This design comes from an exercise in tuning for small area, a short achievable clock period and few clock cycles per item on the open sky130 flow, not from production work.
Function was checked by simulation only, so behaviour that the tests miss may differ from the original.
No activity file was given, so power comes from the tool's default toggle rates.

lane 1:
Design press_f0_enc, start of the top module:
module press_f0_enc (
    input  wire        clk,
    input  wire        rst,
    input  wire        in_valid,
    output wire        in_ready,
    input  wire [31:0] in_data,
    input  wire        in_first,
    input  wire        in_last,
    input  wire [31:0] in_base,
    input  wire [31:0] in_first_run,
    output wire        out_valid,
    input  wire        out_ready,
    output wire [31:0] out_data,
    output wire        out_last,
    output wire [31:0] out_bits
);
For scale: about 560 flip-flops, ~51000 um^2 of cells after synthesis.
export LEC_CHECK = 0
export CAP_MARGIN = 20
export CORE_MARGIN = 2
export CORE_UTILIZATION = 55
export PLACE_DENSITY = 0.75
export SETUP_SLACK_MARGIN = 5
export SLEW_MARGIN = 20
create_clock -name core_clock -period 12.0 [get_ports {clk}]
standard.sh (not shown) runs the stock make flow with config.mk's settings and CLKGATE_MAP_FILE= SYNTH_SCRIPT=/design/flow/synth_recipe.tcl, a recipe that flattens the netlist after the stock synthesis.
==> flow/flow/run.sh <==
#!/bin/bash
set -euo pipefail
MARGIN=7
sed "s/SETUP_SLACK_MARGIN=[0-9.]*/SETUP_SLACK_MARGIN=${MARGIN}/" standard.sh > standard_margin.sh
grep -q "SETUP_SLACK_MARGIN=${MARGIN}" standard_margin.sh
bash standard_margin.sh > standard.log 2>&1
Lane 1 went all the way through synthesis, placement and routing and the layout is clean on timing, DRC and antenna.
Testbench counts of lane 1, summed over its fixed seeds: cycles 231,371, items 152,338.
Input-level comparison between lane 2 and lane 1:
--- a/flow/design.v
+++ b/flow/design.v
@@ -235,37 +235,41 @@
     wire [4:0]  qL   = d_q[10:6];
     wire        escL = d_q[11];
     wire [6:0]  sumSL = {2'd0, qS} + {2'd0, kS} + {2'd0, qL} + {3'd0, kL};
     wire        short = !escS && !escL && (sumSL <= 7'd30);
     wire        run_s = is_h && isrun && short;           
     wire [20:0] zL   = z & ~(21'h1F_FFFF << kS);
     wire [9:0]  nL1  = n1 & ~(10'h3FF << kL);
-    wire [31:0] thq  = ~(32'hFFFF_FFFF << ((rph == 2'd0) ? qS : qL));
+    wire [31:0] thq  = ~(32'hFFFF_FFFF << qS);
+    wire [5:0]  kqL  = {1'b0, kS} + {1'b0, qL};
+    wire [31:0] onesL = ~(32'hFFFF_FFFF << kqL) & (32'hFFFF_FFFF << kS);
     wire        upd_sl = run_s && (rph == 2'd0);
     wire [27:0] aS_p = {1'b0, aS} + {7'd0, z};
     wire [26:0] aS_n = !upd_sl ? aS : ((nS == 5'd31) ? aS_p[27:1] : aS_p[26:0]);
     wire [4:0]  nS_n = !upd_sl ? nS : ((nS == 5'd31) ? 5'd16 : nS + 5'd1);
     wire [16:0] aL_p = {1'b0, aL} + {7'd0, n1};
     wire [15:0] aL_n = !upd_sl ? aL : ((nL == 5'd31) ? aL_p[16:1] : aL_p[15:0]);
     wire [4:0]  nL_n = !upd_sl ? nL : ((nL == 5'd31) ? 5'd16 : nL + 5'd1);
     reg         r_short;
     wire [1:0]  rph_n = rph + 2'd1;
-    wire        rmore = isrun && ((rph == 2'd0) || (rph == 2'd2) || ((rph == 2'd1) && r_short));
+    wire        rmore = isrun && ((rph == 2'd0) || ((rph == 2'd1) && r_short));
     reg  [32:0] tok_v;
     reg  [5:0]  tok_l;
     always @(*) begin
         case (d_kind)
             KS: begin tok_v = 33'd1;       tok_l = 6'd1;  end
             KB: begin tok_v = {1'b0, d_w}; tok_l = 6'd32; end
             KH: begin
                 case (rph)
                     2'd0: if (run_s) begin tok_v = {thq, 1'b0};   tok_l = {1'b0, qS} + 6'd2; end
                           else       begin tok_v = {d_w, 1'b1};  tok_l = 6'd33; end
-                    2'd1: begin tok_v = {12'd0, zL};   tok_l = r_short ? {1'b0, kS} : 6'd0; end
-                    2'd2: begin tok_v = {1'b0, thq};   tok_l = {1'b0, qL} + 6'd1; end
+                    2'd1: begin
+                        tok_v = r_short ? {1'b0, onesL | {11'd0, zL}} : 33'd0;
+                        tok_l = r_short ? kqL + 6'd1 : 6'd0;
+                    end
                     default: begin tok_v = {23'd0, nL1}; tok_l = {2'd0, kL}; end
                 endcase
             end
             default: begin tok_v = valMG; tok_l = lenMG; end
         endcase
     end
     wire hold_h = is_h && rmore;
@@ -371,25 +375,25 @@
             t_a1m1 <= A1m1;
             t_anz  <= (A1 != 11'd0);
             t_n1m1 <= N1 - 5'd1;
             t_zc   <= zc[2:0];
             t_last <= d_last && !split;
         end
     end
-    wire        ksl_s = (rph != 2'd3);
+    wire        ksl_s = (rph != 2'd2);
     wire [4:0]  ksl   = kfun(ksl_s ? aS : {11'd0, aL}, ksl_s ? nS : nL);
     always @(posedge clk) begin
         if (ctx_rst) begin
             aM <= 11'd1; nM <= 5'd1; kM <= 3'd0;
             aG <= 11'd1; nG <= 5'd1; kG <= 3'd0;
             aS <= 27'd1; nS <= 5'd1; kS <= 5'd0;
             aL <= 16'd1; nL <= 5'd1; kL <= 4'd0;
         end else begin
             if (fire && is_h && r_short && (rph == 2'd1)) kS <= ksl;
-            if (fire && is_h && (rph == 2'd3))            kL <= ksl[3:0];
+            if (fire && is_h && (rph == 2'd2))            kL <= ksl[3:0];
             if (fire) begin
                 aM <= aM_n; nM <= nM_n; kM <= kfun({16'd0, aM_n}, nM_n);
                 aG <= A2;   nG <= N2;   kG <= kG2;
                 aS <= aS_n; nS <= nS_n;
                 aL <= aL_n; nL <= nL_n;
             end
         end
Min non-clock buffer count across lane 2 and lane 1: lane 1
Lane 2 vs lane 1: cell count up slightly
All-layer global routing usage: lane 2 vs lane 1 down 0.71 points
Lane 2 completed; timing, DRC and antenna clean
Total power per unit cell area ended up 1.2 nW/um^2 lower on lane 2 than on lane 1.
Between lane 2 and lane 1, the difference in die footprint is negligible.
Violation count after the first detailed-routing iteration delta (lane 2 − lane 1): unfavourable
On combined area of all synthesized cells, lane 2 and lane 1 are neck and neck.
The clock skew after layout of lane 2 exceeds that of lane 1 by 0.0083 ns.
Summary: with lane 1 as the reference, count of clock-buffer cells in the layout in lane 2 moved up by a few percent.
Of lane 2 and lane 1, the lower critical path depth belongs to lane 2.
Testbench counts of lane 2, summed over its fixed seeds: cycles 227,875, items 152,338.

[re-timing with driven ports]
Ports are ideal in the flow. The routed layouts listed here were re-timed in OpenROAD.
Step 1 (the two cells are an assumption about what drives the block):
set clk [get_ports {clk}]
set_driving_cell -lib_cell sky130_fd_sc_hd__clkbuf_16 $clk
set_driving_cell -lib_cell sky130_fd_sc_hd__buf_2 [delete_from_list [all_inputs] $clk]
Step 2 moves the port delays by t, midway between the first and last clock arrival at a register: inputs arrive t later, outputs are due t later. That takes back most of the time a late clock gives input paths.
Three values: ideal, step 1, step 2; two values: the first two.
run	shift t [ns]	setup slack, ns	worst hold slack (ns)
lane 1	0.724	6.773 / 6.773 / 6.429	0.418 / 0.418 / 0.418
lane 2	0.732	6.560 / 6.560 / 6.393	0.419 / 0.419 / 0.419
After both steps setup and hold are still met in every run listed. For lane 1, which loses most, drivers alone change the setup slack by 0.000 ns; drivers and shift together by -0.344 ns.
